Context: an optimization exercise on an open-source flow, tuned for small area and a short achievable clock period. The choices shown serve that exercise and are no tape-out recipe. Only simulation tests tie the RTL to the original design; equivalence was not proved. The flow treats the clock pin as an ideal source, which a real chip does not have.

## run A
==> flow/design.v (excerpt) <==
module ring_rx_check (
    input  wire        clk,
    input  wire        rst,           
    input  wire        col_valid,     
    input  wire [39:0] col_code,      
    input  wire        los,           
    output reg         v_valid,       
    output reg  [3:0]  v_reason,      
    output reg  [9:0]  v_len,         
    output wire [95:0] v_hdr,         
    output reg  [15:0] cnt_good,
    output reg  [15:0] cnt_hcrc,
    output reg  [15:0] cnt_bad,
    output wire [63:0] cnt_cv         
);
Size: about 2300 cells after synthesis, roughly 440 flip-flops, roughly 270 I/O pins, ~23000 um2 of cells after synthesis.
clock: 11.0 ns
lec_check: 0
cap_margin: 20
core_margin: 2
core_utilization: 60
slew_margin: 20
synth_memory_max_bits: 16384
standard.sh (not shown) runs the stock make flow with config.mk's settings and CLKGATE_MAP_FILE= SYNTH_SCRIPT=/design/flow/synth_recipe.tcl, a recipe that flattens the netlist after the stock synthesis.
==> flow/flow/run.sh <==
#!/bin/bash
# The standard layout (standard.sh: the standard synthesis and ORFS steps,
# unchanged), with two settings changed for the make run:
#  - CTS_ARGS: ORFS's own clock_tree_synthesis arguments without the dummy
#    loads CTS adds to balance the tree.
# Every ORFS step writes its own log under orfs/logs; make's output goes to
# make.log here.
set -euo pipefail
bash standard.sh SETUP_SLACK_MARGIN=7.68 \
    "CTS_ARGS=-sink_clustering_enable -repair_clock_nets -dont_use_dummy_load" \
    "BUFFER_PORTS_ARGS=-buffer_cell sky130_fd_sc_hd__buf_1" \
    finish > make.log 2>&1
No stage failed in run A, and the final checks on the layout all came back clean.
Setup changes, run A to run B
# run A
export LEC_CHECK = 0
export CAP_MARGIN = 20
export CORE_MARGIN = 2
export CORE_UTILIZATION = 60
export SLEW_MARGIN = 20
export SYNTH_MEMORY_MAX_BITS = 16384
create_clock -name core_clock -period 11.0 [get_ports {clk}]
# run B
export LEC_CHECK = 0
export CAP_MARGIN = 20
export CORE_MARGIN = 2
export CORE_UTILIZATION = 50
export SLEW_MARGIN = 20
export SYNTH_MEMORY_MAX_BITS = 16384
create_clock -name core_clock -period 11.0 [get_ports {clk}]
==> flow/flow/run.sh <==
#!/bin/bash
# The standard layout (standard.sh: the standard synthesis and ORFS steps,
# unchanged), with three settings changed for the make run:
#  - CTS_ARGS: ORFS's own clock_tree_synthesis arguments, without the dummy
#    loads CTS adds to balance the tree;
#  - BUFFER_PORTS_ARGS: every input and output port still gets its buffer,
#    a buf_1 to start with (repair_timing sizes the output ones up).
# Every ORFS step writes its own log under orfs/logs; make's output goes to
# make.log here.
set -euo pipefail
bash standard.sh SETUP_SLACK_MARGIN=7.62 \
    "CTS_ARGS=-sink_clustering_enable -repair_clock_nets -dont_use_dummy_load" \
    "BUFFER_PORTS_ARGS=-buffer_cell sky130_fd_sc_hd__buf_1" \
    finish > make.log 2>&1
[summary]
- Higher first-pass GRT wire length among run A and run B: run B
- Max die span in x across run A and run B: run B
- Going from run A to run B, proportion of layout cells with a drive suffix above 1 moved down; final area moved down.
- Diff run A -> run B: met1 routing resource usage after global routing now sits lower, final setup skew now sits at about the same level, global-route track usage on met3 now sits lower.
- In run B the register fraction of the total cell area turned out 0.21 points higher than in run A.
- Run B vs. run A: clock network contribution to total cell area higher, number of setup buffers added after CTS has decreased.
Inputs modified between run B and run C:
# run B
export LEC_CHECK = 0
export CAP_MARGIN = 20
export CORE_MARGIN = 2
export CORE_UTILIZATION = 50
export SLEW_MARGIN = 20
export SYNTH_MEMORY_MAX_BITS = 16384
create_clock -name core_clock -period 11.0 [get_ports {clk}]
# run C
export LEC_CHECK = 0
export CAP_MARGIN = 20
export CORE_MARGIN = 2
export CORE_UTILIZATION = 60
export SLEW_MARGIN = 20
export SYNTH_MEMORY_MAX_BITS = 16384
create_clock -name core_clock -period 11.0 [get_ports {clk}]
==> notes.md <==
There was hardly any difference in area of the mapped netlist between run B and run C. Core occupancy in the finished layout (lower): run B. Compared with run B, run C degrades setup slack after placement. On run C: starting density of the core is 9.5 points higher than what run B gave. Setup skew after layout of run C is on par with run B. Footprint of the multi-input gates essentially unchanged between run C and run B. Compared with run B, run C shows final weighted congestion in routability-driven placement that has gone up slightly.
### run C -> run D
# run C
export LEC_CHECK = 0
export CAP_MARGIN = 20
export CORE_MARGIN = 2
export CORE_UTILIZATION = 60
export SLEW_MARGIN = 20
export SYNTH_MEMORY_MAX_BITS = 16384
create_clock -name core_clock -period 11.0 [get_ports {clk}]
# run D
export LEC_CHECK = 0
export CAP_MARGIN = 20
export CORE_MARGIN = 2
export CORE_UTILIZATION = 40
export SLEW_MARGIN = 20
export SYNTH_MEMORY_MAX_BITS = 16384
create_clock -name core_clock -period 11.0 [get_ports {clk}]
## What came out
In run D, the post-placement setup slack came out 0.14 ns below the value in run C. On worst hold margin, run D and run C are neck and neck.
Relative to run D, the following input files were edited for run E:
# run D
export LEC_CHECK = 0
export CAP_MARGIN = 20
export CORE_MARGIN = 2
export CORE_UTILIZATION = 40
export SLEW_MARGIN = 20
export SYNTH_MEMORY_MAX_BITS = 16384
create_clock -name core_clock -period 11.0 [get_ports {clk}]
# run E
export LEC_CHECK = 0
export ABC_AREA = 1
export CAP_MARGIN = 20
export CORE_MARGIN = 2
export CORE_UTILIZATION = 60
export SLEW_MARGIN = 20
export SYNTH_MEMORY_MAX_BITS = 16384
create_clock -name core_clock -period 11.0 [get_ports {clk}]
==> flow/flow/run.sh <==
#!/bin/bash
# The standard layout (standard.sh: the standard synthesis and ORFS steps,
# unchanged), with two settings changed for the make run:
#  - CTS_ARGS: ORFS's own clock_tree_synthesis arguments without the dummy
#    loads CTS adds to balance the tree.
# Every ORFS step writes its own log under orfs/logs; make's output goes to
# make.log here.
set -euo pipefail
bash standard.sh SETUP_SLACK_MARGIN=7.7 \
    "CTS_ARGS=-sink_clustering_enable -repair_clock_nets -dont_use_dummy_load" \
    "BUFFER_PORTS_ARGS=-buffer_cell sky130_fd_sc_hd__buf_1" \
    finish > make.log 2>&1
--- outcome ---
Taking run D as the reference, in run E inserted tap cell count dropped 240; final clock period utilization by the worst path climbed 0.31 points.
Run E vs. run D: met1 demand-to-capacity share in global routing went up by 15 points.
[compare] base=run D new=run E: sequential share of layout area decreased by 1.4 points relative to the old numbers.
Run E vs run D: routed wire length up by more than 10%
Run E vs. run D: non-clock buffer count has increased; global-route usage has increased.
Core utilization: run E higher than run D
From run E to run D, critical path depth did not move at all.
What run F does differently from run E at the input level:
# run E
export LEC_CHECK = 0
export ABC_AREA = 1
export CAP_MARGIN = 20
export CORE_MARGIN = 2
export CORE_UTILIZATION = 60
export SLEW_MARGIN = 20
export SYNTH_MEMORY_MAX_BITS = 16384
create_clock -name core_clock -period 11.0 [get_ports {clk}]
# run F
export LEC_CHECK = 0
export CAP_MARGIN = 20
export CORE_MARGIN = 2
export CORE_UTILIZATION = 60
export PLACE_DENSITY = 0.7
export SLEW_MARGIN = 20
export SYNTH_MEMORY_MAX_BITS = 16384
create_clock -name core_clock -period 11.0 [get_ports {clk}]
==> flow/flow/run.sh <==
#!/bin/bash
# The standard layout (standard.sh: the standard synthesis and ORFS steps,
# unchanged), with three settings changed for the make run:
#  - CTS_ARGS: ORFS's own clock_tree_synthesis arguments, without the dummy
#    loads CTS adds to balance the tree;
#  - BUFFER_PORTS_ARGS: every input and output port still gets its buffer,
#    a buf_1 to start with (repair_timing sizes the output ones up).
# Every ORFS step writes its own log under orfs/logs; make's output goes to
# make.log here.
set -euo pipefail
bash standard.sh SETUP_SLACK_MARGIN=7.62 \
    "CTS_ARGS=-sink_clustering_enable -repair_clock_nets -dont_use_dummy_load" \
    "BUFFER_PORTS_ARGS=-buffer_cell sky130_fd_sc_hd__buf_1" \
    finish > make.log 2>&1
==> comparison <==
Higher detailed-routed wire length on met3 goes to run E over run F.
The higher vias per cell came out of run F.
Going from run E to run F, area after synthesis decreased by about 4% relative to the old numbers; arrival time of data at the critical path endpoint closely matched the old numbers; count of clock buffers in the final design decreased by 1 relative to the old numbers; port buffer count closely matched the old numbers.
Of run E and run F, run E shows the higher final cell area excluding filler cells, with run F below it.
From run E to run F the numbers moved as follows: total number of vias went down 3954; met1 layer usage reported by global route went down 4.2 points.

========
== JK ==
Another version of the RTL of ring_rx_check (not shown whole).
Size: about 2300 cells after synthesis, roughly 270 I/O pins, ~0.023 mm2 of cells after synthesis.
clock: 11.0 ns
lec_check: 0
cap_margin: 20
core_margin: 2
core_utilization: 60
slew_margin: 20
synth_memory_max_bits: 16384
==> flow/flow/run.sh <==
#!/bin/bash
# The standard layout (standard.sh: the standard synthesis and ORFS steps,
# unchanged), with two settings changed for the make run:
#  - CTS_ARGS: ORFS's own clock_tree_synthesis arguments without the dummy
#    loads CTS adds to balance the tree.
# Every ORFS step writes its own log under orfs/logs; make's output goes to
# make.log here.
set -euo pipefail
bash standard.sh SETUP_SLACK_MARGIN=7.6 \
    "CTS_ARGS=-sink_clustering_enable -repair_clock_nets -dont_use_dummy_load -sink_clustering_size 20 -sink_clustering_max_diameter 50" \
    finish > make.log 2>&1
JK completed; timing, DRC and antenna clean
Changes in MS relative to JK:
--- a/flow/flow/run.sh
+++ b/flow/flow/run.sh
@@ -7,5 +7,5 @@
 # make.log here.
 set -euo pipefail
-bash standard.sh SETUP_SLACK_MARGIN=7.6 \
+bash standard.sh SETUP_SLACK_MARGIN=7.85 \
     "CTS_ARGS=-sink_clustering_enable -repair_clock_nets -dont_use_dummy_load -sink_clustering_size 20 -sink_clustering_max_diameter 50" \
     finish > make.log 2>&1
## What came out
In MS the portion of the layout cell area used by clock cells turned out 0.65 points lower than in JK. Going from JK to MS, global-route usage grows by 0.77 points. From JK to MS the numbers moved as follows: overall via count from detail_route shows an increase of 4.0%; detailed-router iteration count before antenna repair shows a reduction of 1; fraction of cell area in non-clock buffers shows an increase of 4.2 points. MS | status: complete | timing, DRC, antenna: pass.
Edits applied to the flow inputs when going from MS to AL:
- setting GPL_TIMING_DRIVEN to 1 for the first time
--- a/flow/flow/run.sh
+++ b/flow/flow/run.sh
@@ -7,5 +7,5 @@
 # make.log here.
 set -euo pipefail
-bash standard.sh SETUP_SLACK_MARGIN=7.85 \
+bash standard.sh SETUP_SLACK_MARGIN=7.7 \
     "CTS_ARGS=-sink_clustering_enable -repair_clock_nets -dont_use_dummy_load -sink_clustering_size 20 -sink_clustering_max_diameter 50" \
     finish > make.log 2>&1
--- outcome ---
Delta (AL minus MS): worst-case hold slack stayed essentially flat, final worst setup slack rose by 3.3 ps, number of vias per cell after detailed routing fell by 0.58%. AL vs. MS: sequential share of layout area increased 2.0 points. Between MS and AL, fraction of final layout cells with drive strength greater than 1 decreased. Combined global-route utilization of all metal layers ends up lower on AL. AL and MS ended up with nearly the same post-route clock period utilization.
Input changes introduced in TR (baseline for comparison: AL):
- GPL_TIMING_DRIVEN removed (was 1)
- CORE_UTILIZATION changed from 60 to 70
--- a/flow/flow/run.sh
+++ b/flow/flow/run.sh
@@ -8,4 +8,4 @@
 set -euo pipefail
 bash standard.sh SETUP_SLACK_MARGIN=7.7 \
-    "CTS_ARGS=-sink_clustering_enable -repair_clock_nets -dont_use_dummy_load -sink_clustering_size 20 -sink_clustering_max_diameter 50" \
+    "CTS_ARGS=-sink_clustering_enable -repair_clock_nets -dont_use_dummy_load" \
     finish > make.log 2>&1
Notes after the runs:
TR: no failed stages, no open violations at the end
Minimum setup slack after placement sits lower in TR than in AL.
TR vs AL: first-iteration DRC count up in TR
Summary of TR over AL: sequential cell area in the final layout rose by about 0.7%; wire length of the first global-routing pass now larger; wire length up 25%; global-route met2 utilization rose 16 points.

## what the ideal ports hide
Ports are ideal in the flow. The routed layouts listed here were re-timed in OpenROAD. Step 1: set_driving_cell puts a clkbuf_16 on clk and a buf_2 on each other input, an assumption about the parent block. Step 2 moves the port delays by t, midway between the first and last clock arrival at a register: inputs arrive t later, outputs are due t later. That takes back most of the time a late clock gives input paths. a / b / c = ideal ports / drivers / drivers and shift; a / b = the first two.
| run | t, ns | setup slack, ns | latest minus earliest clock arrival (ns) |
|---|---|---|---|
| run A | 0.623 | 7.619 / 7.562 / 7.392 | 0.055 / 0.055 |
| run B | 0.624 | 7.607 / 7.551 / 7.305 | 0.056 / 0.056 |
| run C | 0.623 | 7.596 / 7.539 / 7.383 | 0.055 / 0.054 |
| run D | 0.619 | 7.595 / 7.539 / 7.131 | 0.091 / 0.091 |
| run E | 0.617 | 7.561 / 7.503 / 7.276 | 0.050 / 0.049 |
| run F | 0.623 | 7.571 / 7.512 / 7.331 | 0.042 / 0.043 |
| JK | 0.611 | 7.539 / 7.481 / 7.407 | 0.086 / 0.085 |
| MS | 0.601 | 7.603 / 7.548 / 7.303 | 0.045 / 0.045 |
| AL | 0.602 | 7.607 / 7.548 / 7.315 | 0.041 / 0.042 |
| TR | 0.637 | 7.530 / 7.472 / 6.978 | 0.049 / 0.049 |
After both steps every run listed still meets setup and hold. The setup slack of TR, which loses most, moves by -0.058 ns with the drivers and by -0.552 ns with both steps.
